This design comes from an exercise in tuning for small area and a short achievable clock period on the open sky130 flow, not from production work. Where RTL was checked, it was by simulation tests only, not by an equivalence proof against the original. Power figures rest on the tool's default switching activity, not on a simulated workload.

==> flow/design.v (excerpt) <==
module ec_rmw (
    input  wire         clk,
    input  wire         rst_n,
    input  wire         in_valid,
    input  wire [1:0]   in_op,        
    input  wire [31:0]  in_mask,      
    input  wire [255:0] in_wdata,     
    input  wire [31:0]  in_wpoison,   
    input  wire [255:0] in_sdata,     
    input  wire [31:0]  in_scheck,    
    output reg          out_valid,
    output reg  [2:0]   out_class,
    output reg  [31:0]  out_synd,
    output reg  [255:0] out_rdata,
    output reg          out_poison,
    output reg          out_wb,
    output reg  [255:0] out_wdata,
    output reg  [31:0]  out_wcheck,
    output reg          out_ev_ce,
    output reg          out_ev_ue,
    output reg          out_ev_pw
);
==> flow/config.mk <==
export PLATFORM = sky130hd
export DESIGN_NAME = ec_rmw
export DESIGN_NICKNAME = ec_rmw
export VERILOG_FILES = /design/flow/design.v
export SDC_FILE = /design/flow/constraint.sdc
export NUM_CORES = 4
export LEC_CHECK = 0
export CAP_MARGIN = 20
export CORE_AREA = 5 5 425 425
export CTS_BUF_LIST = sky130_fd_sc_hd__clkbuf_4 sky130_fd_sc_hd__clkbuf_8
export DIE_AREA = 0 0 430 430
export SLEW_MARGIN = 20
==> flow/constraint.sdc <==
create_clock -name core_clock -period 12.0 [get_ports {clk}]
set_input_delay 2.4000 -clock core_clock [delete_from_list [all_inputs] [get_ports {clk}]]
set_output_delay 2.4000 -clock core_clock [all_outputs]
set_load 0.01 [all_outputs]
standard.sh (not shown) runs the stock make flow with config.mk's settings and CLKGATE_MAP_FILE= SYNTH_SCRIPT=/design/flow/synth_recipe.tcl, a recipe that flattens the netlist after the stock synthesis.
==> flow/flow/run.sh <==
#!/bin/bash
set -euo pipefail
export BUFFER_PORTS_ARGS="-buffer_cell sky130_fd_sc_hd__buf_1"
export SETUP_SLACK_MARGIN=7
bash standard.sh finish > flow_make.log 2>&1
The starting point completed without violations.
==> next run, changes <==
Settings changed: CORE_AREA 5 5 425 425 to 5 5 355 355, DIE_AREA 0 0 430 430 to 0 0 360 360.
The new run ran to the end with no violations.
Final cell count came out lower by 12%.
Synthesized area is unchanged.
Combinational power drops by 7.8%.
Clock-buffer cell count falls by 12.
==> next run, changes <==
==> flow/flow/run.sh (replaced) <==
#!/bin/bash
set -euo pipefail
export BUFFER_PORTS_ARGS="-buffer_cell sky130_fd_sc_hd__buf_1"
export SETUP_SLACK_MARGIN=7
export PLACE_PINS_ARGS="-min_distance 1 -min_distance_in_tracks"
bash standard.sh finish > flow_make.log 2>&1
Settings changed: CORE_AREA 5 5 355 355 to 5 5 315 315, DIE_AREA 0 0 360 360 to 0 0 320 320.
=> The changed run produced a clean layout. Critical path depth does not change. Clock power barely changes. Cell area decreases by 3.0%.

ec_rmw, a different RTL version from the one above (not shown whole).
Size: ~3900 cells after synthesis, about 1200 I/O pins, about 0.036 sq mm of cells after synthesis.
Settings: LEC_CHECK=0, CAP_MARGIN=20, CORE_AREA=5 5 425 425, CTS_BUF_LIST=sky130_fd_sc_hd__clkbuf_4 sky130_fd_sc_hd__clkbuf_8, DIE_AREA=0 0 430 430, SETUP_SLACK_MARGIN=5, SLEW_MARGIN=20; clock period 12.0 ns.
==> flow/flow/run.sh <==
#!/bin/bash
# The standard layout (the standard.sh, unchanged synthesis, floorplan, power
# grid, placement, CTS and routing), with the port buffers that global placement
# inserts made as buf_1 cells instead of the resizer's default pick.
# Each ORFS step writes its full log under orfs/logs/; make's own output goes to
# flow_make.log in this folder.
set -euo pipefail
export BUFFER_PORTS_ARGS="-buffer_cell sky130_fd_sc_hd__buf_1"
bash standard.sh finish > flow_make.log 2>&1
Rerun with:
==> flow/run.sh (new file) <==
#!/bin/bash
# synth_recipe.tcl (not shown) runs the flow's synth.tcl, then flattens the netlist and writes it again
# the make line also repeats each setting of config.mk as NAME=value (left out here)
make -C /OpenROAD-flow-scripts/flow DESIGN_CONFIG=/design/flow/config.mk WORK_HOME=/design/flow/orfs CLKGATE_MAP_FILE= SYNTH_SCRIPT=/design/flow/synth_recipe.tcl finish
Settings changed: CTS_BUF_LIST sky130_fd_sc_hd__clkbuf_4 sky130_fd_sc_hd__clkbuf_8 to unset, SETUP_SLACK_MARGIN 5 to unset.
removed: flow/flow/run.sh
removed: flow/standard.sh
What happened:
- combinational power grows by a few percent
- die area stays the same
- setup slack is worse by 1700 ps
- cell count shrinks by a few percent
- core utilization grows by 2.7 points
No run of this note included a check of the RTL's function; only the layout flow was run.

what the ideal ports hide:
How much do the figures lean on ideal ports? The routed layouts below were timed once more, with nothing changed but the port constraints. Step 1: set_driving_cell puts a clkbuf_16 on clk and a buf_2 on each other input, an assumption about the parent block. Step 2 also shifts input and output timing later by t, the mid clock arrival at the registers, as if the neighbouring blocks saw the same clock. Three values: no drivers, after step 1, after step 2; two values: the first two.
run	t, ns	setup WS [ns]	worst hold slack (ns)	slew at the worst register clock pin (ns)
the first run of note 1	0.971	6.859 / 6.835 / 5.947	1.708 / 1.649 / 2.620	0.07 / 0.07
the second run of note 1	0.865	6.810 / 6.849 / 5.984	1.783 / 1.741 / 2.606	0.07 / 0.07
the third run of note 1	0.838	6.930 / 6.936 / 6.124	1.811 / 1.780 / 2.618	0.07 / 0.07
the first run of note 2	0.956	5.107 / 5.035 / 5.230	1.637 / 1.643 / 2.599	0.07 / 0.07
the second run of note 2	0.789	3.433 / 3.360 / 4.149	2.178 / 2.179 / 2.968	0.07 / 0.07
After both steps every run listed still meets setup and hold. For the first run of note 1, which loses most, drivers alone change the setup slack by -0.024 ns; drivers and shift together by -0.912 ns.
